This design comes from an exercise in tuning for small area, a short achievable clock period and few clock cycles per item on the open sky130 flow, not from production work.
RTL that was checked went through simulation tests only; none was proved equivalent to the original.
The RTL of runs 1 to 3 was laid out without a check of its function.
Power figures rest on the tool's default switching activity, not on a simulated workload.

**flow/design.v**
```verilog
module cc_group_enc (
    input  wire        clk,
    input  wire        rst,
    input  wire        in_valid,
    output wire        in_ready,
    input  wire [15:0] in_res,
    input  wire        in_last,
    output wire        out_valid,
    input  wire        out_ready,
    output reg  [31:0] out_data,
    output reg  [5:0]  out_len,
    output reg         out_last
);
    localparam integer NR = 17;    
    localparam integer NT = NR+2;  
    localparam integer GQ = 4;     
    function automatic lt8(input [7:0] a, input [7:0] b);
        reg [7:0] g, e;
        reg [3:0] gl, el;
        integer t;
        begin
            g = ~a & b;
            e = ~(a ^ b);
            for (t = 0; t < 4; t = t + 1) begin
                gl[t] = g[2*t+1] | (e[2*t+1] & g[2*t]);
                el[t] = e[2*t+1] & e[2*t];
            end
            lt8 = gl[3] | (el[3] & gl[2]) | (el[3] & el[2] & gl[1]) | (el[3] & el[2] & el[1] & gl[0]);
        end
    endfunction
    function automatic [7:0] add8s(input [7:0] a, input [4:0] b);
        reg c;
        integer t;
        begin
            c = 1'b0;
            for (t = 0; t < 8; t = t + 1) begin
                if (t < 5) begin
                    add8s[t] = a[t] ^ b[t] ^ c;
                    c = (a[t] & b[t]) | (c & (a[t] ^ b[t]));
                end else begin
                    add8s[t] = a[t] ^ c;
                    c = a[t] & c;
                end
            end
            add8s = add8s | {8{c}};
        end
    endfunction
    function automatic [4:0] addk(input [3:0] q, input [3:0] c);
        reg cy;
        integer t;
        begin
            cy = 1'b0;
            for (t = 0; t < 4; t = t + 1) begin
                addk[t] = q[t] ^ c[t] ^ cy;
                cy = (q[t] & c[t]) | (cy & (q[t] ^ c[t]));
            end
            addk[4] = cy;
        end
    endfunction
    reg        rdy_q;
    reg        iv;
    reg [15:0] ires;
    reg        ilast;
    assign in_ready = rdy_q;
    always @(posedge clk) begin
        ires  <= in_res;
        ilast <= in_last;
        iv    <= in_valid & rdy_q & ~rst;
    end
    wire [15:0] u = ires[15] ? ~{ires[14:0], 1'b0} : {ires[14:0], 1'b0};
    reg [15:0] ring [0:NR-1];
    reg [4:0]  wr;             
    reg [4:0]  rd;             
    reg [4:0]  wcnt;           
    reg [4:0]  rcnt;           
    wire [4:0] occ = wcnt - rcnt;    
    reg [7:0]  cost [0:14];
    reg [7:0]  c15;            
    reg [4:0]  gn;             
    reg        gfirst;         
    reg        fin;            
    wire [19:0] uext = {4'd0, u};
    reg  [4:0]  len_k [0:14];
    integer k;
    always @(*) begin
        for (k = 0; k < 15; k = k + 1) begin
            len_k[k] = addk(uext[k +: 4], k) | {5{(uext >> (k + 4)) != 20'd0}};
        end
    end
    always @(posedge clk) begin
        if (rst) begin
            gfirst <= 1'b1;
            fin    <= 1'b0;
        end else begin
            fin <= iv & ilast;
            if (iv) gfirst <= ilast;
        end
        for (k = 0; k < 15; k = k + 1)
            cost[k] <= add8s(gfirst ? 8'd0 : cost[k], iv ? len_k[k] : 5'd0);
        c15 <= add8s(gfirst ? 8'd0 : c15, iv ? 5'd15 : 5'd0);
        gn <= (gfirst ? 5'd0 : gn) + {4'd0, iv};
        if (iv) ring[wr] <= u;
    end
    reg [7:0] cc  [0:15];
    reg [7:0] lv1c [0:7];
    reg [3:0] lv1k [0:7];
    reg [7:0] lv2c [0:3];
    reg [3:0] lv2k [0:3];
    reg [7:0] lv3c [0:1];
    reg [3:0] lv3k [0:1];
    reg [3:0] kbest;
    integer gg;
    always @(*) begin
        for (gg = 0; gg < 15; gg = gg + 1) cc[gg] = cost[gg];
        cc[15] = c15;
        for (gg = 0; gg < 8; gg = gg + 1) begin
            if (lt8(cc[2*gg+1], cc[2*gg])) begin lv1c[gg] = cc[2*gg+1]; lv1k[gg] = 2*gg+1; end
            else                           begin lv1c[gg] = cc[2*gg];   lv1k[gg] = 2*gg;   end
        end
        for (gg = 0; gg < 4; gg = gg + 1) begin
            if (lt8(lv1c[2*gg+1], lv1c[2*gg])) begin lv2c[gg] = lv1c[2*gg+1]; lv2k[gg] = lv1k[2*gg+1]; end
            else                               begin lv2c[gg] = lv1c[2*gg];   lv2k[gg] = lv1k[2*gg];   end
        end
        for (gg = 0; gg < 2; gg = gg + 1) begin
            if (lt8(lv2c[2*gg+1], lv2c[2*gg])) begin lv3c[gg] = lv2c[2*gg+1]; lv3k[gg] = lv2k[2*gg+1]; end
            else                               begin lv3c[gg] = lv2c[2*gg];   lv3k[gg] = lv2k[2*gg];   end
        end
        kbest = lt8(lv3c[1], lv3c[0]) ? lv3k[1] : lv3k[0];
    end
    reg [3:0] qk [0:3];
    reg [3:0] qn [0:3];
    reg [2:0] qh;              
    reg [2:0] qt;              
    wire [2:0] gq = qt - qh;   
    reg [1:0]  pc;             
    reg [15:0] pu;             
    reg [15:0] pb;             
    wire       pv = (pc != 2'd0);
    reg        ov;
    reg [3:0]  idx;            
    reg        first;          
    assign out_valid = ov;
    wire [3:0]  kh  = qk[qh[1:0]];
    wire [3:0]  nh  = qn[qh[1:0]];
    wire        k15 = (kh == 4'd15);
    wire [31:0] sr  = {pu, 16'd0} >> kh;            
    wire [15:0] hi  = sr[31:16];
    wire [15:0] lo  = sr[15:0];
    wire [3:0]  q   = hi[3:0];
    wire        esc = ~k15 & (|hi[15:4]);
    wire [47:0] rv  = {16'hFFFF, 1'b0, lo, 15'd0};
    wire [31:0] rc  = rv[47:0] >> q;                
    wire [4:0]  qk1 = {1'b0, q} + {1'b0, kh} + 5'd1;
    wire        honly = first & esc;
    reg  [31:0] beat;
    reg  [5:0]  blen;
    always @(*) begin
        if (honly) begin
            beat = {kh, 28'd0};
            blen = 6'd4;
        end else if (esc) begin
            beat = {16'hFFFF, pu};
            blen = 6'd32;
        end else if (k15) begin
            beat = first ? {4'hF, pu, 12'd0} : {pu, 16'd0};
            blen = first ? 6'd20 : 6'd16;
        end else begin
            beat = first ? {kh, rc[31:4]} : rc;
            blen = {1'b0, qk1} + (first ? 6'd4 : 6'd0);
        end
    end
    wire can    = pv & (gq != 3'd0);                
    wire send_a = can & ~honly;                     
    wire last_a = send_a & (idx == nh);             
    wire ld     = (occ != 5'd0) & (pc != 2'd2);
    wire [15:0] rdat = ring[rd];
    wire adv   = ~ov | out_ready;
    wire emit  = adv & can;
    wire take  = adv & send_a;
    wire glast = adv & last_a;
    always @(posedge clk) begin
        if (emit) begin
            out_data <= beat;
            out_len  <= blen;
            out_last <= last_a;
        end
        if (take | (pc == 2'd0))
            pu <= (pc == 2'd2) ? pb : rdat;
        if (~take & (pc == 2'd1))
            pb <= rdat;
    end
    wire [4:0] wr1 = (wr == NR - 1) ? 5'd0 : wr + 5'd1;
    wire [4:0] rd1 = (rd == NR - 1) ? 5'd0 : rd + 5'd1;
    wire [5:0] tot  = {1'b0, occ} + {4'd0, pc} + {5'd0, iv} + {5'd0, rdy_q};
    wire       s_nf = (tot + 6'd1 <= NT);           
    wire       s_f  = (tot <= NT);                  
    wire [3:0] gc   = {1'b0, gq} + {3'd0, fin} + {3'd0, iv & ilast};
    wire       g_a  = (gc + 4'd1 <= GQ);
    wire       g_b  = (gc + 4'd2 <= GQ);
    wire       tl   = in_valid & rdy_q & in_last;
    wire       rdy_s = send_a ? s_f : s_nf;
    wire       rdy_n = (adv ? rdy_s : s_nf) & (tl ? g_b : g_a);
    always @(posedge clk) begin
        if (rst) begin
            rdy_q <= 1'b1;
            wr    <= 5'd0;
            rd    <= 5'd0;
            wcnt  <= 5'd0;
            rcnt  <= 5'd0;
            qh    <= 3'd0;
            qt    <= 3'd0;
            pc    <= 2'd0;
            ov    <= 1'b0;
            idx   <= 4'd0;
            first <= 1'b1;
        end else begin
            rdy_q <= rdy_n;
            if (iv) begin
                wr   <= wr1;
                wcnt <= wcnt + 5'd1;
            end
            if (ld) begin
                rd   <= rd1;
                rcnt <= rcnt + 5'd1;
            end
            pc <= pc + {1'b0, ld} - {1'b0, take};
            if (fin) qt <= qt + 3'd1;
            if (glast) qh <= qh + 3'd1;
            if (adv) ov <= can;
            if (emit) first <= ~honly & last_a;
            if (take) idx <= last_a ? 4'd0 : idx + 4'd1;
        end
        if (fin) begin
            qk[qt[1:0]] <= kbest;
            qn[qt[1:0]] <= gn[3:0] - 4'd1;
        end
    end
endmodule
```
**flow/flow/run.sh**
```bash
#!/bin/bash
# Layout flow: the standard ORFS steps, with the port buffers sized for
# speed, setup repair aimed below the clock period by SETUP_SLACK_MARGIN,
# and a clock tree built from larger sink clusters without dummy loads.
# Each step's full output goes to a log of its own in this folder.
set -e
export BUFFER_PORTS_ARGS="-buffer_cell sky130_fd_sc_hd__buf_4"
export SETUP_SLACK_MARGIN=25
export CTS_ARGS="-sink_clustering_enable -repair_clock_nets -dont_use_dummy_load -sink_clustering_size 24 -sink_clustering_max_diameter 110"
for step in synth floorplan place cts route finish; do
    bash standard.sh $step > $step.log 2>&1
done
```
**flow/standard.sh**
```bash
#!/bin/bash
# synth_recipe.tcl (not shown) runs the flow's synth.tcl, then flattens the netlist and writes it again
# the make line also repeats each setting of config.mk as NAME=value (left out here)
make -C /OpenROAD-flow-scripts/flow DESIGN_CONFIG=/design/flow/config.mk WORK_HOME=/design/flow/orfs CLKGATE_MAP_FILE= SYNTH_SCRIPT=/design/flow/synth_recipe.tcl "${@:-finish}"
```
**flow/config.mk**
```make
export PLATFORM = sky130hd
export DESIGN_NAME = cc_group_enc
export DESIGN_NICKNAME = cc_group_enc
export VERILOG_FILES = /design/flow/design.v
export SDC_FILE = /design/flow/constraint.sdc
export NUM_CORES = 4
export LEC_CHECK = 0
export CAP_MARGIN = 20
export CORE_MARGIN = 2
export CORE_UTILIZATION = 40
export SLEW_MARGIN = 20
```
**flow/constraint.sdc**
```tcl
create_clock -name core_clock -period 32.0 [get_ports {clk}]
set_input_delay 6.4000 -clock core_clock [delete_from_list [all_inputs] [get_ports {clk}]]
set_output_delay 6.4000 -clock core_clock [all_outputs]
set_load 0.01 [all_outputs]
```
==> impl_metrics.csv, run 1 <==
group,metric,value,unit
critical_path,crit_type,"reg -> out",
synth,synth_seq_area_share,47.8,%
synth,synth_nets,2980,
synth,avgSynthCellArea,11.9,um2
route,vias_per_cell,5.46,
global_routing,gr-total-overflow,0,
final_layout,regArea,15200,um2
final_layout,fill_cells,7181,
critical_path,end_kind,"output port",
power_and_ir_drop,seqPwrFrac,29.0,%
sta,worst_slew_pin_slew,1.06,ns
critical_path,max_stage_delay,0.42,ns
clock_network,cts_hold_buffers,0,
sta,fmax,132,MHz
critical_path,crit_chain,"buf_6",
global_routing,grt_pass1_wl,122,mm
floorplan,fp.dieH,285,um
critical_path,crit_arrival,1.20,ns
global_routing,antenna_found_initial,0,
clock_network,ctsLongestPathBuffers,3,
clock_network,clock_latency,0.64,ns
outcome,status,"finished clean",
clock_network,cts_tree,"yes",
final_layout,nets,3076,
place,port_buffers,61,
power_and_ir_drop,switching_share,40.5,%
power_and_ir_drop,p_leak,14.3,nW
synth,ys_warn_count,10,
synth,ys_types,100,
synth,synth_edf_count,375,
sta,hold_viol,0,
clock_network,cts.htree.levels,1,
hold_path,hold_class,"reg -> reg",
floorplan,die-area,81400,um2
power_and_ir_drop,p_int,2.03,mW
sta,rsz0062_at_grt,"yes",
clock_network,cts.sinks,569,
global_routing,grt_max_degree,65,
power_and_ir_drop,power_frac_comb,60.0,%
synth,synth_area_leader_cell,"edfxtp_1",
floorplan,coreArea,78600,um2
route,via_count,20800,
floorplan,initial_utilization,40.3,%
final_layout,area_delta_synth_final,12.5,%
sta,setup_viol,0,
power_and_ir_drop,vdd_drop_max,79.9,uV
final_layout,multi_input_area,15900,um2
route,wl_per_cell,20.5,um
critical_path,cp-start-kind,"flop",
power_and_ir_drop,p_sw,1.38,mW
final_layout,layout_commonest_cell,"edfxtp_1",
final_layout,fin_util,45.3,%
place,place_hpwl,53.5,mm
critical_path,path_buf_inv,1,
route,dr.pass1.iters,6,
clock_network,root_buffer,"clkbuf_16",
sta,fin_crit,7.60,ns
route,drc_errors,0,
sta,relSlewSlack,29.6,%
critical_path,worst-path-max-fanout,1,
final_layout,n_antenna_cell,0,
route,drtIter0Drc,1450,
global_routing,grt_pass1_vias,21600,
power_and_ir_drop,clkPwrFrac,11.0,%
sta,drv_slew,0,
clock_network,numCtsBuffers,28,
place,gp_congestion,0.925,
clock_network,clk_pin_slew,0.09,ns
power_and_ir_drop,p_per_area,95.8,nW/um2
sta,fin_worst_skew,0.0945,ns
job,max_cap_violations,0,
sta,period_share,23.7,%
critical_path,cp.required,25.60,ns
final_layout,layout_common_cells,"edfxtp_1, inv_1, ha_1",
synth,synth.top_cells.by_area,"edfxtp_1, dfxtp_1, ha_1, mux4_2, fa_1",
synth,ys_ff_latch,569,
critical_path,critPathSlowestCell,"edfxtp_1",
floorplan,io_pins,62,
route,ant_nets,0,
route,drt-total-wl,78.2,mm
synth,yosys_most_used_dff,"edfxtp_1",
critical_path,crit_family,"flip-flops",
synth,async_flop_share,0,%
synth,syn_area,31700,um2
sta,fin_setup_tns,0,ns
floorplan,die_w,285,um
synth,netlist_instances,2664,
floorplan,num_rows,103,
final_layout,drive_above_1_share,19.4,%
synth,netlist.area_leader.share,35.6,%
global_routing,track_usage,19.0,%
kinds of logic (layout without fill, tap and decap cells):
| logic type | count (synthesis) | count (layout) | synth area share [%] |
|---|---|---|---|
| flops | 569 | 569 | 47.8 |
| compound gates | 398 | 398 | 8.75 |
| simple gates | 681 | 681 | 10.3 |
| xor+xnor | 59 | 59 | 1.68 |
| fa+ha+maj | 295 | 295 | 13.3 |
| mux | 298 | 298 | 13.4 |
| buf+inv | 364 | 458 | 4.66 |
power by group through the flow:
stage / combinational [mW] / sequential (mW) / clock (mW)
after floorplan: 1.26 / 0.957 / 0
final: 2.05 / 0.988 / 0.377
after global routing: 2.21 / 0.995 / 0.412
after detailed placement: 1.63 / 1.00 / 0
after CTS: 1.92 / 0.985 / 0.390
after global placement: 1.59 / 0.999 / 0
cell type report:
class	count	share of cell area, %
inverter	247	2.63
sequential	569	42.6
multi-input combinational	1731	44.6
timing repair buffer	180	4.46
tap	1050	3.69
clock buffer	28	1.97
timing repair inverter	3	0.0632
layer usage:
metal / global-route usage (%) / vias to the layer above / part of all wire, %
li1: - / 9707 / -
met1: 24.6 / 10400 / 43
met2: 34.4 / 539 / 51
met3: 1.78 / 107 / 4.1
met4: 4.15 / 0 / 2.4
met5: 0 / - / 0
repair_timing:
action,CTS,global route
gates cloned,4,1
endpoints found under the setup margin,135,118
endpoints found under the hold margin,0,0
setup buffers,55,17
pin swaps,21,35
resized for setup,103,90
synth_stat cells, types with 5 or more instances:
| library cell | n |
|---|---|
| edfxtp_1 | 375 |
| inv_1 | 242 |
| ha_1 | 225 |
| nor2_1 | 208 |
| dfxtp_1 | 194 |
| nand2_1 | 179 |
| mux2i_1 | 131 |
| a21oi_1 | 97 |
| nand2b_1 | 94 |
| mux4_2 | 87 |
| fa_1 | 70 |
| clkbuf_1 | 66 |
| o21ai_0 | 66 |
| mux2_2 | 62 |
| a21o_1 | 57 |
| nor2b_1 | 52 |
| nand3_1 | 44 |
| xor2_1 | 35 |
| buf_1 | 25 |
| nand4_1 | 23 |
| xnor2_1 | 23 |
| nor3_1 | 22 |
| and3_1 | 15 |
| buf_2 | 14 |
| a31oi_1 | 13 |
| o21a_1 | 13 |
| o22ai_1 | 13 |
| and2_1 | 12 |
| a211oi_1 | 11 |
| o211ai_1 | 10 |
| a22oi_1 | 9 |
| buf_6 | 8 |
| mux2_4 | 8 |
| a221o_1 | 7 |
| a221oi_1 | 7 |
| mux2i_2 | 7 |
| or3_1 | 7 |
| o211a_1 | 6 |
| o21bai_1 | 6 |
| o31ai_1 | 6 |
| a211o_1 | 5 |
| and3b_1 | 5 |
| o221ai_1 | 5 |
| o2bb2ai_1 | 5 |
metrics by stage:
| step | setup slack [ns] | area, um2 | instances | hold WS, ns | power, mW |
|---|---|---|---|---|---|
| floorplan | 23.60 | 31800 | 2664 | 0.453 | 2.21 |
| global placement | 23.05 | 33400 | 3702 | 0.478 | 2.59 |
| detailed placement | 22.96 | 33400 | 3703 | 0.486 | 2.63 |
| CTS | 24.36 | 35000 | 3790 | 0.508 | 3.29 |
| global route | 24.36 | 35600 | 3808 | 0.550 | 3.61 |
| finish | 24.40 | 35600 | 3808 | 0.508 | 3.41 |
flip-flops by register name, indices dropped and copies added (netlist names), 2 cells and up, named ones only:
signal	cells
wcnt	5
idx	4
gn	4
ring	272
rcnt	5
ires	16
out_len	6
wr	5
pu	16
c15	8
pb	16
cost	120
qk	16
qh	3
pc	2
qn	16
qt	3
out_data	32
rd	5
final timing paths:
kind / startpoint / depth (start not counted) / slack, ns / end
worst max register to register: cost[5][1] / 37 / 24.91 / qk[1][2]
worst max-delay path: out_data[31] / 1 / 24.40 / out_data[31]
worst min-delay path: cost[11][7] / 1 / 0.51 / cost[11][7]
worst min register to register: cost[11][7] / 1 / 0.51 / cost[11][7]
==> run 2, diff against run 1 <==
--- a/flow/design.v
+++ b/flow/design.v
@@ -16,15 +16,11 @@
     localparam integer GQ = 4;     
     function automatic lt8(input [7:0] a, input [7:0] b);
-        reg [7:0] g, e;
-        reg [3:0] gl, el;
+        reg br;
         integer t;
         begin
-            g = ~a & b;
-            e = ~(a ^ b);
-            for (t = 0; t < 4; t = t + 1) begin
-                gl[t] = g[2*t+1] | (e[2*t+1] & g[2*t]);
-                el[t] = e[2*t+1] & e[2*t];
-            end
-            lt8 = gl[3] | (el[3] & gl[2]) | (el[3] & el[2] & gl[1]) | (el[3] & el[2] & el[1] & gl[0]);
+            br = 1'b0;
+            for (t = 0; t < 8; t = t + 1)
+                br = (~a[t] & b[t]) | (~a[t] & br) | (b[t] & br);
+            lt8 = br;
         end
     endfunction
==> run 2 against run 1 <==
  * Global-route usage down 0.59 points
  * Final cell count down 6.5%
  * Sequential power is 1% lower
  * Largest cell class is now registers
==> impl_metrics.csv, run 2 <==
group,metric,value,unit
final_layout,layout_common_cells,"edfxtp_1, inv_1, nor2_1",
critical_path,path_buf_inv,1,
global_routing,gr-total-overflow,0,
route,drc_errors,0,
synth,ys_ff_latch,569,
sta,worst_slew_pin_slew,1.14,ns
sta,relSlewSlack,23.6,%
synth,ys_warn_count,10,
sta,hold_viol,0,
final_layout,layout_commonest_cell,"edfxtp_1",
synth,async_flop_share,0,%
critical_path,cp-start-kind,"flop",
clock_network,clock_latency,0.63,ns
power_and_ir_drop,total_power,2.85,mW
synth,synth_edf_count,375,
place,place_hpwl,49.5,mm
final_layout,multi_input_area,14000,um2
global_routing,met2_usage,33.3,%
synth,syn_area,30200,um2
synth,synth_area_leader_cell,"edfxtp_1",
place,place_inst,3514,
route,drtIter0Drc,1365,
sta,fin_setup_tns,0,ns
synth,netlist_instances,2549,
critical_path,worst-path-max-fanout,1,
critical_path,crit_type,"reg -> out",
sta,rsz0062_at_grt,"yes",
floorplan,io_pins,62,
critical_path,crit_family,"flip-flops",
global_routing,grt_use_met3,1.71,%
synth,yosysMostFrequentCell,"edfxtp_1",
floorplan,initial_utilization,40.5,%
floorplan,die_w,279,um
route,vias_per_cell,5.52,
outcome,status,"finished clean",
route,via_count,19600,
route,wl_per_cell,20.3,um
critical_path,crit_chain,"buf_6",
sta,hold_slack,0.521,ns
route,dr.pass1.iters,8,
clock_network,cts.htree.levels,1,
global_routing,grt_pass1_vias,20000,
critical_path,end_kind,"output port",
synth,synth_seq_area_share,50.2,%
clock_network,root_buffer,"clkbuf_16",
floorplan,fp.dieH,279,um
power_and_ir_drop,p_per_area,86.5,nW/um2
synth,netlist.area_leader.share,37.3,%
hold_path,hold_class,"reg -> reg",
clock_network,cts_hold_buffers,0,
critical_path,crit_arrival,1.18,ns
synth,ys_types,84,
final_layout,finalNonFillerCells,3562,
critical_path,cp.required,25.60,ns
place,port_buffers,61,
power_and_ir_drop,vdd_drop_max,74.6,uV
floorplan,die-area,77700,um2
job,max_cap_violations,0,
clock_network,cts.sinks,569,
sta,drv_slew,0,
final_layout,largest_reg_flops,272,
global_routing,antenna_found_initial,2,
clock_network,ctsLongestPathBuffers,3,
place,gp_congestion,0.896,
final_layout,regArea,15200,um2
synth,yosys_most_used_dff,"edfxtp_1",
synth,synth_nets,2760,
global_routing,track_usage,18.4,%
global_routing,grt_max_degree,65,
synth,synth.top_cells.by_area,"edfxtp_1, dfxtp_1, mux4_2, ha_1, fa_1",
final_layout,regMostFlops,"ring",
power_and_ir_drop,p_leak,12.7,nW
sta,setup_viol,0,
final_layout,fill_cells,6876,
global_routing,grt_pass1_wl,113,mm
final_layout,n_antenna_cell,0,
clock_network,numCtsBuffers,29,
floorplan,coreArea,74600,um2
critical_path,critPathSlowestCell,"edfxtp_1",
synth,avgSynthCellArea,11.8,um2
synth,synth_common_cells,"edfxtp_1, inv_1, nor2_1, dfxtp_1, nand2_1",
sta,fmax,132,MHz
route,drt-total-wl,72.3,mm
clock_network,clk_pin_slew,0.09,ns
final_layout,top_regs,"ring x272, cost x120, out_data x32",
clock_network,cts_tree,"yes",
critical_path,max_stage_delay,0.42,ns
global_routing,top_usage_layer,"met2",
floorplan,num_rows,100,
final_layout,area_delta_synth_final,9.22,%
final_layout,nets,2806,
sta,fin_crit,7.58,ns
sta,period_share,23.7,%
route,ant_nets,0,
global_routing,met1_usage,23.9,%
final_layout,drive_above_1_share,14.7,%
sta,fin_worst_skew,0.0806,ns
## run 2: cell types whose count changed after synthesis, moves of 15 or more
cell,change
and2_1,+16
maj3_1,+16
inv_1,-29
nand2b_1,+15
o21ai_0,+21
ha_1,-105
a21o_1,-28
a21oi_1,+17
## run 2: path summary, 6_finish.rpt
kind                  to  slack [ns]         from  cells past startpoint
min                wr[4]        0.52        wr[4]                      2
max reg2reg     qk[2][2]       25.37   cost[5][5]                     21
max          out_data[9]       24.42  out_data[9]                      1
min reg2reg        wr[4]        0.52        wr[4]                      2
## run 2: kinds of logic (layout without fill, tap and decap cells)
kind of cell | count (synthesis) | count (layout) | synth area share, %
flops | 569 | 569 | 50.2
xor+xnor | 56 | 56 | 1.62
mux | 289 | 289 | 13.6
compound gates | 402 | 402 | 8.95
simple gates | 706 | 706 | 11.3
fa+ha+maj | 213 | 213 | 10.4
buf+inv | 314 | 358 | 3.96
## run 2: through the flow
stage                     worst slack, ns  cell area, um2  util, %
final                               24.42           33000     44.2
after CTS                           24.39           32800     44.0
after floorplan                     23.56           30300        -
after global routing                24.37           33000     44.2
after global placement              23.01           31900     42.7
after detailed placement            22.88           31900     42.7
## run 2: report_power, final
group | switching, mW | internal [mW] | leakage [nW] | total, mW
logic | 0.892 | 0.602 | 7.38 | 1.49
clock network | 0.223 | 0.161 | 0.357 | 0.384
registers | 0.0626 | 0.912 | 4.99 | 0.975
## run 2: repair_timing
item / 4_1_cts / 5_1_grt
pin swaps: 5 / 6
resized for setup: 31 / 27
endpoints found under the setup margin: 125 / 82
setup buffers: 10 / 5
gates cloned: 3 / 0
## run 2: per-layer routing
metal / share of wire (%) / vias up / wire (um)
li1: - / 9193 / -
met1: 43 / 9898 / 31100
met2: 51 / 455 / 36700
met3: 3.8 / 100 / 2710
met4: 2.4 / 2 / 1760
met5: 0.017 / - / 12
## run 2: cell type report
class,instances,share of cell area [%]
Clock buffer,29,2.20
Inverter,216,2.48
Multi-Input combinational cell,1666,42.6
Sequential cell,569,46.0
Tap cell,969,3.68
Timing Repair Buffer,111,3.04
Timing Repair inverter,2,0.0455
==> run 3, diff against run 2 <==
--- a/flow/design.v
+++ b/flow/design.v
@@ -39,5 +39,5 @@
                 end
             end
-            add8s = add8s | {8{c}};
+            add8s = add8s | {c, c, c, c, 3'd0, c};    
         end
     endfunction
@@ -68,10 +68,8 @@
     reg [4:0]  wr;             
     reg [4:0]  rd;             
-    reg [4:0]  wcnt;           
-    reg [4:0]  rcnt;           
-    wire [4:0] occ = wcnt - rcnt;    
+    reg [4:0]  occ;            
     reg [7:0]  cost [0:14];
     reg [7:0]  c15;            
-    reg [4:0]  gn;             
+    reg [3:0]  gm;             
     reg        gfirst;         
     reg        fin;            
@@ -95,5 +93,5 @@
             cost[k] <= add8s(gfirst ? 8'd0 : cost[k], iv ? len_k[k] : 5'd0);
         c15 <= add8s(gfirst ? 8'd0 : c15, iv ? 5'd15 : 5'd0);
-        gn <= (gfirst ? 5'd0 : gn) + {4'd0, iv};
+        gm <= (gfirst ? 4'hF : gm) + {3'd0, iv};
         if (iv) ring[wr] <= u;
     end
@@ -202,6 +200,5 @@
             wr    <= 5'd0;
             rd    <= 5'd0;
-            wcnt  <= 5'd0;
-            rcnt  <= 5'd0;
+            occ   <= 5'd0;
             qh    <= 3'd0;
             qt    <= 3'd0;
@@ -214,11 +211,10 @@
             if (iv) begin
                 wr   <= wr1;
-                wcnt <= wcnt + 5'd1;
             end
             if (ld) begin
                 rd   <= rd1;
-                rcnt <= rcnt + 5'd1;
             end
             pc <= pc + {1'b0, ld} - {1'b0, take};
+            occ <= occ + {4'd0, iv} - {4'd0, ld};
             if (fin) qt <= qt + 3'd1;
             if (glast) qh <= qh + 3'd1;
@@ -229,5 +225,5 @@
         if (fin) begin
             qk[qt[1:0]] <= kbest;
-            qn[qt[1:0]] <= gn[3:0] - 4'd1;
+            qn[qt[1:0]] <= gm;
         end
     end
==> run 3 against run 2 <==
  * Still clean
  * Hold slack worse by 0.013 ns
  * Count of clock-buffer cells in the layout stayed put
  * Worst setup slack worse by 0.0058 ns
  * Sequential power is 2% lower
  * Final area is 0.68% lower
  * Critical path depth stayed put
  * Largest power group unchanged
==> impl_metrics.csv, run 3 <==
group,metric,value,unit
outcome,status,"finished clean",
clock_network,numCtsBuffers,29,
sta,worst_slew_pin_slew,1.12,ns
critical_path,critPathLaunch,"out_data[5]",
place,place_inst,3485,
floorplan,initial_utilization,40.2,%
route,dr.pass1.iters,5,
route,ant_nets,0,
sta,fin_worst_skew,0.0645,ns
route,via_count,19200,
critical_path,worstSetupEndpoint,"out_data[5]",
synth,synth_edf_count,375,
synth,synth_nets,2726,
floorplan,fp.dieH,277,um
place,gp_congestion,0.888,
synth,synth_compound_area_share,8.98,%
final_layout,regArea,15100,um2
synth,synth_common_cells,"edfxtp_1, inv_1, nor2_1, dfxtp_1, nand2_1",
sta,relSlewSlack,25.0,%
floorplan,die-area,76800,um2
sta,rsz0062_at_grt,"yes",
route,vias_per_cell,5.43,
route,wl_per_cell,19.8,um
final_layout,area_delta_synth_final,9.71,%
floorplan,coreArea,74200,um2
final_layout,multi_input_area,13800,um2
synth,synth_area_leader_cell,"edfxtp_1",
critical_path,crit_type,"reg -> out",
floorplan,num_rows,100,
floorplan,die_w,277,um
clock_network,cts_tree,"yes",
synth,ys_ff_latch,564,
clock_network,clock_latency,0.63,ns
global_routing,grt_pass1_vias,19600,
critical_path,end_kind,"output port",
synth,netlist.area_leader.share,37.7,%
critical_path,cp.required,25.60,ns
critical_path,worst-path-max-fanout,1,
synth,yosysMostFrequentCell,"edfxtp_1",
critical_path,r2r_slack,25.48,ns
synth,netlist_instances,2516,
critical_path,crit_chain,"buf_6",
sta,drv_slew,0,
global_routing,gr-total-overflow,0,
synth,ys_types,98,
critical_path,crit_arrival,1.19,ns
route,drtIter0Drc,1381,
global_routing,track_usage,18.2,%
sta,period_share,23.7,%
final_layout,layout_commonest_cell,"edfxtp_1",
route,drt-total-wl,70.1,mm
global_routing,antenna_found_initial,0,
place,port_buffers,61,
place,place_hpwl,48.6,mm
power_and_ir_drop,total_power,2.49,mW
final_layout,fill_cells,6764,
critical_path,crit_family,"flip-flops",
clock_network,root_buffer,"clkbuf_16",
power_and_ir_drop,p_leak,12.6,nW
floorplan,io_pins,62,
final_layout,n_antenna_cell,0,
global_routing,grt_pass1_wl,111,mm
clock_network,cts.sinks,564,
synth,muxShareOfSynthArea,13.5,%
hold_path,hold_class,"reg -> reg",
critical_path,worst-path-stages,1,
synth,synth-xor-area-share,1.32,%
synth,synth.top_cells.by_area,"edfxtp_1, dfxtp_1, mux4_2, ha_1, mux2i_1",
synth,syn_area,29800,um2
synth,synth_top_family_by_area,"multiplexers",
synth,yosys_most_used_dff,"edfxtp_1",
final_layout,largest_reg_flops,272,
synth,yosys.area_share.simple,11.1,%
power_and_ir_drop,p_per_area,76.1,nW/um2
final_layout,regMostFlops,"ring",
sta,fin_setup_tns,0,ns
power_and_ir_drop,vdd_drop_max,55.9,uV
critical_path,max_stage_delay,0.42,ns
critical_path,path_buf_inv,1,
final_layout,nets,2777,
final_layout,finalNonFillerCells,3534,
final_layout,drive_above_1_share,14.3,%
critical_path,ff2ff_path_depth,20,
synth,synthAdderAreaFrac,10.5,%
clock_network,cts.htree.levels,1,
sta,fin_crit,7.59,ns
final_layout,layout_common_cells,"edfxtp_1, inv_1, nor2_1",
synth,synth_seq_area_share,50.4,%
critical_path,timing.rr.start,"cost[12][0]",
job,max_cap_violations,0,
critical_path,timing.rr.end,"qk[1][1]",
global_routing,grt_max_degree,65,
synth,ys_warn_count,10,
critical_path,cp-start-kind,"flop",
synth,async_flop_share,0,%
clock_network,clk_pin_slew,0.09,ns
sta,setup_viol,0,
final_layout,top_regs,"ring x272, cost x120, out_data x32",
synth,avgSynthCellArea,11.9,um2
clock_network,ctsLongestPathBuffers,3,
route,drc_errors,0,
sta,hold_viol,0,
sta,fmax,132,MHz
critical_path,critPathSlowestCell,"edfxtp_1",
-- run 3: stage by stage --
stage          hold WS (ns)  setup slack (ns)  cell area (um2)  util (%)
2_1_floorplan         0.452             23.85            29900         -
3_3_place_gp          0.475             23.38            31500      42.5
3_5_place_dp          0.494             23.29            31500      42.5
4_1_cts               0.512             24.37            32600      43.9
5_1_grt               0.525             24.36            32700      44.1
6_report              0.509             24.41            32700      44.1
-- run 3: how the worst min path moves through the flow --
stage | from | to | slack, ns | cells after the start
global placement | wr[4] | wr[4] | 0.48 | 2
detailed placement | wr[4] | wr[4] | 0.49 | 2
finish | wr[4] | wr[4] | 0.51 | 2
CTS | wr[4] | wr[4] | 0.51 | 2
global route | wr[4] | wr[4] | 0.53 | 2
floorplan | gm[0] | qn[0][0] | 0.45 | 0
-- run 3: cells by family after synthesis --
| group | count (synthesis) |
|---|---|
| AND/OR/NAND/NOR | 692 |
| flip-flops | 564 |
| buffers and inverters | 321 |
| XOR/XNOR | 45 |
| adder cells (fa/ha/maj) | 212 |
| AO/OA/AOI/OAI | 396 |
| multiplexers | 286 |
-- run 3: routing by layer --
layer  track usage [%]  vias up  share of wire [%]
met5                 0        -                  0
met2              31.9      430                 49
met4              4.21        0                2.2
met1              24.1     9538                 45
met3              1.96       93                3.8
li1                  -     9114                  -
-- run 3: repair_timing --
action	in CTS	in global routing
gates resized for setup	42	16
setup buffers	11	4
setup endpoints to repair	78	75
cloned	3	0
hold buffers	0	0
pin swaps	5	4
-- run 3: report_power, final --
part | total (mW) | internal (mW) | switching [mW]
Clock | 0.384 | 0.161 | 0.224
Combinational | 1.15 | 0.480 | 0.667
Sequential | 0.960 | 0.889 | 0.0711
Total | 2.49 | 1.53 | 0.961
-- run 3: area by class of cell --
type,count,share of cell area [%]
multi-input combinational,1631,42.1
clock buffer,29,2.22
timing repair buffer,116,3.42
sequential,564,46.0
tap,969,3.70
inverter,225,2.62
==> run 4, diff against run 3 <==
--- a/flow/design.v
+++ b/flow/design.v
@@ -54,4 +54,24 @@
         end
     endfunction
+    function automatic [7:0] c15n(input [3:0] m);
+        case (m)
+            4'd0: c15n = 8'd15;
+            4'd1: c15n = 8'd30;
+            4'd2: c15n = 8'd45;
+            4'd3: c15n = 8'd60;
+            4'd4: c15n = 8'd75;
+            4'd5: c15n = 8'd90;
+            4'd6: c15n = 8'd105;
+            4'd7: c15n = 8'd120;
+            4'd8: c15n = 8'd135;
+            4'd9: c15n = 8'd150;
+            4'd10: c15n = 8'd165;
+            4'd11: c15n = 8'd180;
+            4'd12: c15n = 8'd195;
+            4'd13: c15n = 8'd210;
+            4'd14: c15n = 8'd225;
+            4'd15: c15n = 8'd240;
+        endcase
+    endfunction
     reg        rdy_q;
     reg        iv;
@@ -70,5 +90,4 @@
     reg [4:0]  occ;            
     reg [7:0]  cost [0:14];
-    reg [7:0]  c15;            
     reg [3:0]  gm;             
     reg        gfirst;         
@@ -92,5 +111,4 @@
         for (k = 0; k < 15; k = k + 1)
             cost[k] <= add8s(gfirst ? 8'd0 : cost[k], iv ? len_k[k] : 5'd0);
-        c15 <= add8s(gfirst ? 8'd0 : c15, iv ? 5'd15 : 5'd0);
         gm <= (gfirst ? 4'hF : gm) + {3'd0, iv};
         if (iv) ring[wr] <= u;
@@ -107,5 +125,5 @@
     always @(*) begin
         for (gg = 0; gg < 15; gg = gg + 1) cc[gg] = cost[gg];
-        cc[15] = c15;
+        cc[15] = c15n(gm);    
         for (gg = 0; gg < 8; gg = gg + 1) begin
             if (lt8(cc[2*gg+1], cc[2*gg])) begin lv1c[gg] = cc[2*gg+1]; lv1k[gg] = 2*gg+1; end
==> run 4 against run 3 <==
  * Synthesized area rose by 0.62%
  * Still clean on timing, DRC and antenna
  * Count of clock-buffer cells in the layout is 1 lower
  * Final area about the same
  * Clock skew is 0.0090 ns higher
  * Worst setup slack lost 0.0025 ns
  * Die area grew 0.61%
  * Highest routed layer unchanged
  * Non-clock buffer count is 16 lower
  * Critical path type unchanged
  * Fmax is essentially flat
  * Critical path depth did not move
  * Final cell count increased by 1.0%
  * First-iteration DRC count grew 15%
==> impl_metrics.csv, run 4 <==
group,metric,value,unit
outcome,status,"finished clean",
critical_path,cp.required,25.60,ns
sta,setup_viol,0,
critical_path,crit_type,"reg -> out",
synth,avgSynthCellArea,11.6,um2
power_and_ir_drop,p_sw,1.03,mW
synth,ys_ff_latch,560,
critical_path,max_stage_delay,0.43,ns
synth,yosys_most_used_dff,"edfxtp_1",
place,port_buffers,61,
sta,worst_slew_pin_slew,1.12,ns
synth,synth_area_leader_cell,"edfxtp_1",
final_layout,layout_commonest_cell,"edfxtp_1",
sta,relSlewSlack,25.6,%
synth,synth_nets,2782,
final_layout,multi_input_area,14100,um2
route,drtIter0Drc,1594,
final_layout,drive_above_1_share,13.7,%
synth,syn_area,30000,um2
final_layout,top_regs,"ring x272, cost x120, out_data x32",
final_layout,area_delta_synth_final,8.98,%
route,vias_per_cell,5.60,
synth,ys_warn_count,10,
synth,synth.top_cells.by_area,"edfxtp_1, dfxtp_1, mux4_2, ha_1, fa_1",
hold_path,hold_class,"reg -> reg",
route,wl_per_cell,20.5,um
power_and_ir_drop,switching_share,40.0,%
global_routing,grt_pass1_wl,115,mm
floorplan,coreArea,74300,um2
synth,synth_seq_area_share,49.8,%
power_and_ir_drop,power_frac_comb,48.1,%
critical_path,path_buf_inv,1,
job,max_cap_violations,0,
sta,rsz0062_at_grt,"yes",
sta,layout_setup_ws,24.41,ns
critical_path,cp-start-kind,"flop",
power_and_ir_drop,clkPwrFrac,14.6,%
synth,async_flop_share,0,%
synth,ys_types,100,
clock_network,cts.htree.levels,1,
clock_network,root_buffer,"clkbuf_16",
critical_path,crit_chain,"buf_6",
critical_path,timing.rr.start,"cost[9][5]",
final_layout,largest_reg_flops,272,
place,gp_congestion,0.897,
route,dr.pass1.iters,5,
critical_path,critPathSlowestCell,"edfxtp_1",
global_routing,track_usage,18.8,%
final_layout,regMostFlops,"ring",
power_and_ir_drop,p_leak,12.5,nW
critical_path,end_kind,"output port",
route,via_count,20000,
clock_network,cts_hold_buffers,0,
floorplan,die_w,278,um
power_and_ir_drop,seqPwrFrac,37.3,%
floorplan,initial_utilization,40.4,%
final_layout,regArea,15000,um2
power_and_ir_drop,p_int,1.54,mW
final_layout,fin_area,32700,um2
clock_network,clock_latency,0.63,ns
floorplan,fp.dieH,278,um
global_routing,grt_pass1_vias,20300,
global_routing,gr-total-overflow,0,
clock_network,cts.sinks,560,
global_routing,grt_max_degree,65,
power_and_ir_drop,vdd_drop_max,52.9,uV
clock_network,numCtsBuffers,28,
sta,drv_slew,0,
clock_network,clk_pin_slew,0.09,ns
hold_path,min-delay-start,"ilast",
synth,netlist_instances,2579,
synth,synth_edf_count,375,
synth,yosysMostFrequentCell,"edfxtp_1",
place,post-place-ws,22.95,ns
clock_network,cts_tree,"yes",
critical_path,critPathLaunch,"out_data[11]",
place,place_area,31600,um2
critical_path,crit_family,"flip-flops",
final_layout,finalNonFillerCells,3571,
critical_path,worst-path-max-fanout,1,
synth,synth_common_cells,"edfxtp_1, inv_1, nor2_1, nand2_1, dfxtp_1",
route,drc_errors,0,
route,drt-total-wl,73.1,mm
sta,fin_worst_skew,0.0735,ns
clock_network,ctsLongestPathBuffers,3,
sta,fin_setup_tns,0,ns
synth,netlist.area_leader.share,37.5,%
floorplan,num_rows,100,
final_layout,layout_common_cells,"edfxtp_1, inv_1, nor2_1",
critical_path,crit_arrival,1.19,ns
sta,fin_crit,7.59,ns
global_routing,antenna_found_initial,1,
power_and_ir_drop,p_per_area,78.4,nW/um2
final_layout,fill_cells,6858,
sta,hold_viol,0,
route,ant_nets,0,
place,place_hpwl,50.3,mm
place,place_inst,3529,
floorplan,die-area,77300,um2
final_layout,nets,2807,
sta,fmax,132,MHz
floorplan,io_pins,62,
sta,period_share,23.7,%
final_layout,n_antenna_cell,0,
-- run 4: cell type report --
class,instances,share of cell area (%)
clock buffers,28,2.14
inverters,217,2.52
multi-input cells,1695,42.9
flip-flops and latches,560,45.8
well taps,969,3.70
repair buffers,100,2.88
repair inverters,2,0.0459
-- run 4: worst paths after layout --
check | end | cells past startpoint | slack (ns)
worst max-delay path | out_data[11] | 1 | 24.41
worst min-delay path | gfirst | 2 | 0.53
worst min register to register | gfirst | 2 | 0.53
worst max register to register | qk[3][1] | 19 | 25.43
-- run 4: logic make-up after synthesis --
logic type,Yosys count,synth area share [%]
and+or+nand+nor,725,11.6
xor gates and xnor gates,45,1.31
AOI/OAI and AO/OA,451,10.3
DFF,560,49.8
adders and majority gates,206,10.1
buffers and inverters,324,4.10
muxes,268,12.8
-- run 4: worst register-to-register path: stages (launching register included) --
cell and delay (ns):
dfxtp_1 0.34, nor2b_1 0.14, maj3_2 0.31, maj3_2 0.33, a21oi_4 0.46, mux2_2 0.43, a221o_1 0.37, o2bb2ai_1 0.44
nand2b_1 0.48, mux2i_2 0.49, o22ai_1 0.21, o41ai_4 0.43, buf_12 0.18, mux2i_1 0.29, a211o_1 0.16, maj3_2 0.19
maj3_2 0.23, nand3_2 0.08, o21ai_2 0.33, mux2i_1 0.49
-- run 4: metrics by stage --
step	hold slack [ns]	total power, mW	util, %
floorplan	0.455	1.85	-
global placement	0.494	2.14	42.6
detailed placement	0.509	2.16	42.6
CTS	0.524	2.56	43.8
global route	0.536	2.73	44.0
finish	0.528	2.56	44.0
-- run 4: layer usage --
| layer | global-route usage (%) | up-vias | wire (um) |
|---|---|---|---|
| met2 | 33.3 | 498 | 36200 |
| met1 | 25.1 | 10100 | 32400 |
| met5 | 0 | - | 0 |
| li1 | - | 9348 | - |
| met3 | 1.50 | 95 | 2790 |
| met4 | 4.32 | 0 | 1620 |
-- run 4: repair_timing --
item / in CTS / in global routing
gates resized for setup: 43 / 22
cloned: 3 / 0
hold endpoints to repair: 0 / 0
setup endpoints to repair: 133 / 113
pin swaps: 6 / 1
setup buffers: 8 / 3
-- run 4: power groups by stage --
stage	Combinational [mW]	Sequential [mW]	Clock, mW
floorplan	0.911	0.936	0
global placement	1.17	0.971	0
detailed placement	1.19	0.972	0
CTS	1.21	0.956	0.388
global route	1.36	0.965	0.407
finish	1.23	0.956	0.375
Testbench counts of run 4, summed over its fixed seeds: cycles 48,146, items 3,200.
==> run 5, diff against run 4 <==
--- a/flow/design.v
+++ b/flow/design.v
@@ -158,28 +158,14 @@
     wire [31:0] sr  = {pu, 16'd0} >> kh;            
     wire [15:0] hi  = sr[31:16];
-    wire [15:0] lo  = sr[15:0];
-    wire [3:0]  q   = hi[3:0];
     wire        esc = ~k15 & (|hi[15:4]);
-    wire [47:0] rv  = {16'hFFFF, 1'b0, lo, 15'd0};
-    wire [31:0] rc  = rv[47:0] >> q;                
-    wire [4:0]  qk1 = {1'b0, q} + {1'b0, kh} + 5'd1;
+    wire [3:0]  nq  = esc ? 4'd15 : k15 ? 4'd0 : hi[3:0];
+    wire        zb  = esc | (k15 & hi[0]);
+    wire [15:0] lf  = esc ? pu : sr[15:0];
+    wire [47:0] rv  = {16'hFFFF, zb, lf, 15'd0};
+    wire [31:0] rc  = rv[47:0] >> nq;
+    wire [4:0]  qk1 = {1'b0, nq} + {1'b0, kh} + 5'd1;    
     wire        honly = first & esc;
-    reg  [31:0] beat;
-    reg  [5:0]  blen;
-    always @(*) begin
-        if (honly) begin
-            beat = {kh, 28'd0};
-            blen = 6'd4;
-        end else if (esc) begin
-            beat = {16'hFFFF, pu};
-            blen = 6'd32;
-        end else if (k15) begin
-            beat = first ? {4'hF, pu, 12'd0} : {pu, 16'd0};
-            blen = first ? 6'd20 : 6'd16;
-        end else begin
-            beat = first ? {kh, rc[31:4]} : rc;
-            blen = {1'b0, qk1} + (first ? 6'd4 : 6'd0);
-        end
-    end
+    wire [31:0] beat = first ? {kh, rc[31:4]} : rc;
+    wire [5:0]  blen = honly ? 6'd4 : esc ? 6'd32 : {1'b0, qk1} + (first ? 6'd4 : 6'd0);
     wire can    = pv & (gq != 3'd0);                
     wire send_a = can & ~honly;                     
==> run 5 against run 4 <==
  * Still clean
  * Power decreased by 7.2%
  * Non-clock buffer count increased by 16
  * Final cell count decreased by 3.5%
  * Largest cell class unchanged
  * Largest power group unchanged
  * Highest routed layer unchanged
==> impl_metrics.csv, run 5 <==
group,metric,value,unit
critical_path,end_kind,"output port",
place,place_hpwl,45.8,mm
final_layout,fill_cells,6627,
critical_path,critPathSlowestCell,"edfxtp_1",
synth,synth-xor-area-share,1.38,%
synth,async_flop_share,0,%
final_layout,largest_reg_flops,272,
synth,yosys_most_used_dff,"edfxtp_1",
route,via_count,18600,
floorplan,initial_utilization,40.2,%
critical_path,crit_type,"reg -> out",
synth,synth_compound_area_share,8.37,%
route,dr.pass1.iters,6,
global_routing,antenna_found_initial,0,
synth,synth_seq_area_share,51.2,%
sta,rsz0062_at_grt,"yes",
critical_path,timing.rr.start,"cost[10][2]",
critical_path,crit_family,"flip-flops",
clock_network,cts.sinks,560,
final_layout,regArea,15000,um2
critical_path,path_buf_inv,1,
clock_network,clk_pin_slew,0.10,ns
synth,synthAdderAreaFrac,10.5,%
outcome,status,"finished clean",
sta,fmax,133,MHz
synth,synth_top_family_by_area,"multiplexers",
clock_network,root_buffer,"clkbuf_16",
synth,yosys.area_share.simple,10.2,%
power_and_ir_drop,switching_share,37.7,%
route,drtIter0Drc,1353,
synth,netlist_instances,2442,
final_layout,regMostFlops,"ring",
final_layout,layout_common_cells,"edfxtp_1, inv_1, nor2_1",
power_and_ir_drop,p_int,1.48,mW
synth,ys_ff_latch,560,
final_layout,top_regs,"ring x272, cost x120, out_data x32",
clock_network,clock_latency,0.61,ns
final_layout,finalNonFillerCells,3446,
clock_network,ctsLongestPathBuffers,3,
critical_path,timing.rr.end,"qk[0][2]",
sta,fin_worst_skew,0.0755,ns
critical_path,cp.required,25.60,ns
sta,fin_crit,7.52,ns
global_routing,grt_max_degree,65,
synth,ys_types,96,
hold_path,min-delay-start,"cost[13][7]",
sta,setup_viol,0,
power_and_ir_drop,p_per_area,74.2,nW/um2
place,place_inst,3402,
sta,fin_setup_tns,0,ns
global_routing,track_usage,17.6,%
route,ant_nets,0,
global_routing,grt_pass1_wl,105,mm
route,drc_errors,0,
floorplan,die-area,75300,um2
power_and_ir_drop,seqPwrFrac,39.5,%
clock_network,cts_hold_buffers,0,
synth,netlist.area_leader.share,38.5,%
critical_path,r2r_slack,25.49,ns
critical_path,crit_arrival,1.12,ns
synth,ys_warn_count,10,
power_and_ir_drop,clkPwrFrac,15.5,%
place,gp_congestion,0.854,
clock_network,numCtsBuffers,27,
clock_network,cts.htree.levels,1,
synth,synth_common_cells,"edfxtp_1, inv_1, nor2_1, dfxtp_1, nand2_1",
final_layout,drive_above_1_share,15.2,%
final_layout,n_antenna_cell,0,
synth,muxShareOfSynthArea,13.9,%
critical_path,ff2ff_path_depth,19,
sta,period_share,23.5,%
synth,synth_area_leader_cell,"edfxtp_1",
power_and_ir_drop,p_sw,0.897,mW
floorplan,fp.dieH,274,um
floorplan,io_pins,62,
sta,hold_viol,0,
sta,drv_slew,0,
floorplan,coreArea,72700,um2
route,drt-total-wl,66.3,mm
synth,yosysMostFrequentCell,"edfxtp_1",
synth,avgSynthCellArea,12.0,um2
final_layout,multi_input_area,13200,um2
hold_path,hold_depth,1,
sta,worst_slew_pin_slew,1.09,ns
route,vias_per_cell,5.38,
global_routing,gr-total-overflow,0,
sta,relSlewSlack,26.8,%
critical_path,crit_chain,"buf_4",
floorplan,num_rows,99,
place,port_buffers,61,
synth,syn_area,29300,um2
synth,synth_edf_count,375,
power_and_ir_drop,vdd_drop_max,52.9,uV
hold_path,hold_path_end,"cost[13][7]",
clock_network,cts_tree,"yes",
global_routing,grt_pass1_vias,18600,
final_layout,layout_commonest_cell,"edfxtp_1",
power_and_ir_drop,power_frac_comb,45.0,%
final_layout,area_delta_synth_final,9.58,%
final_layout,fin_util,44.1,%
route,wl_per_cell,19.2,um
final_layout,nets,2693,
critical_path,cp-start-kind,"flop",
job,max_cap_violations,0,
hold_path,hold_class,"reg -> reg",
critical_path,worst-path-max-fanout,1,
synth,synth.top_cells.by_area,"edfxtp_1, dfxtp_1, mux4_2, ha_1, fa_1",
floorplan,die_w,274,um
critical_path,max_stage_delay,0.40,ns
synth,synth_nets,2646,
power_and_ir_drop,p_leak,12.3,nW
-- run 5: cell count changes after synthesis, moves of 7 or more --
cell	before	now
clkbuf_1	80	72
mux2_2	48	57
o22ai_1	24	34
nand4_1	20	11
a21oi_1	111	93
nand3_1	55	35
nand2_1	196	170
nor2b_1	71	60
o21ai_0	103	70
o221ai_1	15	8
nor2_1	204	223
inv_1	209	235
and2_1	30	11
-- run 5: per-layer routing --
| layer | vias to the layer above | share of wire (%) | GRT usage, % |
|---|---|---|---|
| met5 | - | 0 | 0 |
| met2 | 382 | 50 | 31.3 |
| met1 | 9343 | 44 | 23.4 |
| li1 | 8771 | - | - |
| met4 | 0 | 1.9 | 3.69 |
| met3 | 57 | 3.7 | 1.47 |
-- run 5: power groups by stage --
stage / combinational, mW / clock (mW) / sequential [mW]
after floorplan: 0.814 / 0 / 0.931
after global placement: 1.02 / 0 / 0.955
after detailed placement: 1.04 / 0 / 0.956
after CTS: 1.06 / 0.381 / 0.940
after global routing: 1.18 / 0.405 / 0.949
final: 1.07 / 0.368 / 0.940
-- run 5: worst max-delay path by stage --
stage                       startpoint           end  slack (ns)  cells past startpoint
after floorplan              out_ready         pb[0]       23.56                      6
final                       out_len[2]    out_len[2]       24.48                      1
after global placement       out_ready         pb[1]       23.13                      7
after CTS                   out_len[2]    out_len[2]       24.43                      1
after global routing      out_data[12]  out_data[12]       24.43                      1
after detailed placement     out_ready         pb[2]       22.99                      7
-- run 5: per-stage QoR --
| stage | cell area (um2) | hold WS (ns) | power, mW | setup slack (ns) |
|---|---|---|---|---|
| floorplan | 29300 | 0.458 | 1.75 | 23.56 |
| global placement | 30900 | 0.490 | 1.97 | 23.13 |
| detailed placement | 30900 | 0.509 | 2.00 | 22.99 |
| CTS | 31900 | 0.523 | 2.38 | 24.43 |
| global route | 32100 | 0.569 | 2.53 | 24.43 |
| finish | 32100 | 0.534 | 2.38 | 24.48 |
-- run 5: kinds of logic (layout without fill, tap and decap cells) --
logic type / Yosys count / in the layout
buf+inv: 341 / 386
flops: 560 / 560
mux: 286 / 286
xor+xnor: 46 / 46
fa+ha+maj: 209 / 209
compound gates: 358 / 358
simple gates: 642 / 642
-- run 5: cell type report --
| class | instances | share of cell area, % |
|---|---|---|
| multi-input combinational | 1541 | 41.2 |
| sequential | 560 | 46.7 |
| timing repair inverter | 2 | 0.0468 |
| inverter | 241 | 2.87 |
| timing repair buffer | 116 | 3.32 |
| clock buffer | 27 | 2.11 |
| tap | 959 | 3.74 |
-- run 5: repair_timing --
item / in CTS / in global routing
pin swaps: 6 / 8
endpoints found under the setup margin: 125 / 99
gates cloned: 4 / 0
buffers inserted: 10 / 2
resized for setup: 38 / 32
Testbench counts of run 5, summed over its fixed seeds: cycles 48,146, items 3,200.
==> run 6, diff against run 5 <==
--- a/flow/flow/run.sh
+++ b/flow/flow/run.sh
@@ -7,5 +7,5 @@
 export BUFFER_PORTS_ARGS="-buffer_cell sky130_fd_sc_hd__buf_4"
 export SETUP_SLACK_MARGIN=25
-export CTS_ARGS="-sink_clustering_enable -repair_clock_nets -dont_use_dummy_load -sink_clustering_size 24 -sink_clustering_max_diameter 110"
+export CTS_ARGS="-sink_clustering_enable -repair_clock_nets -dont_use_dummy_load -sink_clustering_size 20 -sink_clustering_max_diameter 100"
 for step in synth floorplan place cts route finish; do
     bash standard.sh $step > $step.log 2>&1
==> run 6 against run 5 <==
  * Combinational power hardly changed
  * Power is 2.2% higher
  * Non-clock buffer count stayed put
  * Sequential cell count stayed put
  * Worst setup slack better by 0.0077 ns
  * Via count is 0.13% lower
  * Global-route usage is 0.15 points higher
  * Final area is 0.59% higher
  * First-iteration DRC count is 3.5% higher
  * Hold slack worse by 0.0083 ns
  * Critical endpoint unchanged
  * Largest cell class unchanged
==> impl_metrics.csv, run 6 <==
group,metric,value,unit
critical_path,end_kind,"output port",
sta,setup_viol,0,
sta,drv_slew,0,
route,dr.pass1.iters,8,
job,max_cap_violations,0,
critical_path,crit_chain,"buf_4",
synth,ys_ff_latch,560,
sta,rsz0062_at_grt,"yes",
route,via_count,18500,
final_layout,fin_area,32200,um2
floorplan,coreArea,72700,um2
synth,synthAdderAreaFrac,10.5,%
place,port_buffers,61,
global_routing,track_usage,17.7,%
critical_path,worst-path-max-fanout,1,
route,drtIter0Drc,1400,
synth,ys_warn_count,10,
clock_network,cts.htree.levels,2,
final_layout,top_regs,"ring x272, cost x120, out_data x32",
final_layout,layout_commonest_cell,"edfxtp_1",
sta,layout_setup_ws,24.49,ns
outcome,status,"finished clean",
place,place_hpwl,45.8,mm
final_layout,regArea,15000,um2
critical_path,crit_family,"flip-flops",
final_layout,multi_input_area,13200,um2
sta,fin_setup_tns,0,ns
synth,yosys_most_used_dff,"edfxtp_1",
synth,synth_edf_count,375,
route,wl_per_cell,19.3,um
sta,fin_worst_skew,0.0547,ns
synth,netlist_instances,2442,
synth,avgSynthCellArea,12.0,um2
critical_path,max_stage_delay,0.40,ns
synth,async_flop_share,0,%
sta,fin_crit,7.51,ns
floorplan,die-area,75300,um2
synth,muxShareOfSynthArea,13.9,%
critical_path,crit_type,"reg -> out",
route,vias_per_cell,5.37,
final_layout,fill_cells,6616,
clock_network,root_buffer,"clkbuf_16",
synth,yosys.area_share.simple,10.2,%
sta,period_share,23.5,%
final_layout,layout_common_cells,"edfxtp_1, inv_1, nor2_1",
synth,yosysMostFrequentCell,"edfxtp_1",
synth,synth_common_cells,"edfxtp_1, inv_1, nor2_1, dfxtp_1, nand2_1",
power_and_ir_drop,vdd_drop_max,52.1,uV
route,ant_nets,0,
clock_network,ctsLongestPathBuffers,3,
synth,synth_area_leader_cell,"edfxtp_1",
final_layout,n_antenna_cell,0,
floorplan,io_pins,62,
final_layout,fin_util,44.3,%
critical_path,cp-start-kind,"flop",
global_routing,grt_pass1_wl,105,mm
critical_path,crit_arrival,1.11,ns
critical_path,critPathSlowestCell,"edfxtp_1",
place,gp_congestion,0.854,
clock_network,numCtsBuffers,34,
global_routing,grt_max_degree,65,
sta,relSlewSlack,26.5,%
final_layout,largest_reg_flops,272,
floorplan,initial_utilization,40.2,%
critical_path,path_buf_inv,1,
clock_network,clk_pin_slew,0.08,ns
place,post-place-ws,22.99,ns
final_layout,area_delta_synth_final,10.2,%
synth,syn_area,29300,um2
synth,synth-xor-area-share,1.38,%
hold_path,hold_class,"reg -> reg",
clock_network,cts.sinks,560,
clock_network,cts_tree,"yes",
final_layout,drive_above_1_share,15.4,%
floorplan,die_w,274,um
synth,synth_compound_area_share,8.37,%
synth,ys_types,96,
sta,hold_viol,0,
floorplan,fp.dieH,274,um
synth,synth_top_family_by_area,"multiplexers",
synth,netlist.area_leader.share,38.5,%
floorplan,num_rows,99,
global_routing,antenna_found_initial,0,
synth,synth_nets,2646,
clock_network,clock_latency,0.57,ns
global_routing,grt_pass1_vias,18700,
power_and_ir_drop,p_leak,12.4,nW
synth,synth_seq_area_share,51.2,%
power_and_ir_drop,p_per_area,75.4,nW/um2
critical_path,cp.required,25.60,ns
global_routing,gr-total-overflow,0,
route,drc_errors,0,
place,place_area,30900,um2
route,drt-total-wl,66.5,mm
final_layout,regMostFlops,"ring",
final_layout,nets,2700,
sta,worst_slew_pin_slew,1.10,ns
synth,synth.top_cells.by_area,"edfxtp_1, dfxtp_1, mux4_2, ha_1, fa_1",
sta,fmax,133,MHz
[run 6: changes by cell type in the layout (fill, tap and decap cells not counted), sizes merged]
cell    before  now
clkbuf      27   34
[run 6: final timing paths]
kind / cells after the start / start / slack, ns / endpoint
setup / recovery: 1 / out_len[2] / 24.49 / out_len[2]
hold reg to reg: 1 / cost[11][7] / 0.53 / cost[11][7]
hold / removal: 1 / cost[11][7] / 0.53 / cost[11][7]
setup reg to reg: 19 / cost[11][3] / 25.38 / qk[0][2]
[run 6: timing repair]
action,in CTS,in global routing
pin swaps,6,9
gates resized for setup,38,33
gates cloned,4,0
setup endpoints to repair,125,102
hold buffers,0,0
buffers inserted,10,2
[run 6: logic make-up (layout without fill, tap and decap cells)]
group	count (synthesis)	after routing
buffers and inverters	341	393
AO/OA/AOI/OAI	358	358
adder cells (fa/ha/maj)	209	209
multiplexers	286	286
XOR/XNOR	46	46
flip-flops	560	560
AND/OR/NAND/NOR	642	642
[run 6: cell type report]
| class | instances | area share [%] |
|---|---|---|
| Tap cell | 959 | 3.72 |
| Clock buffer | 34 | 2.64 |
| Sequential cell | 560 | 46.4 |
| Inverter | 241 | 2.86 |
| Multi-Input combinational cell | 1541 | 41.0 |
| Timing Repair Buffer | 116 | 3.31 |
| Timing Repair inverter | 2 | 0.0466 |
[run 6: worst register-to-register path: cells and delay by family (launching register included)]
kind,cells,cell delay (ns)
compound gates,13,4.11
flops,1,0.37
mux,3,1.47
simple gates,3,0.41
[run 6: report_power, final]
group	total [mW]	internal, mW	switching (mW)
sequential	0.940	0.886	0.0539
combinational	1.08	0.446	0.630
clock	0.415	0.190	0.225
total	2.43	1.52	0.909
[run 6: stage by stage]
step                std cells  power [mW]  hold slack, ns
finish                   3453        2.43           0.525
global route             3453        2.58           0.561
CTS                      3450        2.44           0.521
detailed placement       3402        2.00           0.509
global placement         3402        1.97           0.490
floorplan                2442        1.75           0.458
[run 6: routing by layer]
layer	track usage, %	vias to the layer above	part of all wire, %
li1	-	8788	-
met4	4.10	0	2.1
met3	2.10	73	3.3
met5	0	-	0
met1	23.2	9307	45
met2	31.3	361	50

-- port drivers added, routing unchanged --
The flow's constraints put no driver on any port. The routed layouts listed below were extracted and timed again, unchanged, in two steps.
Step 1, drivers: a clkbuf_16 drives clk and a buf_2 each remaining input, both assumed.
Step 2 moves the port delays by t, midway between the first and last clock arrival at a register: inputs arrive t later, outputs are due t later. That takes back most of the time a late clock gives input paths.
a / b / c = ideal ports / drivers / drivers and shift; a / b = the first two.
run	t (ns)	slack for setup (ns)	worst setup path after step 2	latest minus earliest clock arrival (ns)	worst data-port slew with drivers (ns)
run 1	0.653	24.402 / 24.341 / 24.106	input to register	0.095 / 0.095	0.10
run 2	0.648	24.417 / 24.357 / 24.099	input to register	0.083 / 0.083	0.09
run 3	0.659	24.411 / 24.351 / 24.133	input to register	0.072 / 0.071	0.04
run 4	0.657	24.409 / 24.340 / 24.068	input to register	0.074 / 0.074	0.06
run 5	0.641	24.481 / 24.418 / 24.073	input to register	0.082 / 0.082	0.04
run 6	0.599	24.488 / 24.430 / 24.097	input to register	0.055 / 0.055	0.04
After both steps every run listed still meets setup and hold. For run 5, which loses most, drivers alone change the setup slack by -0.063 ns; drivers and shift together by -0.408 ns.
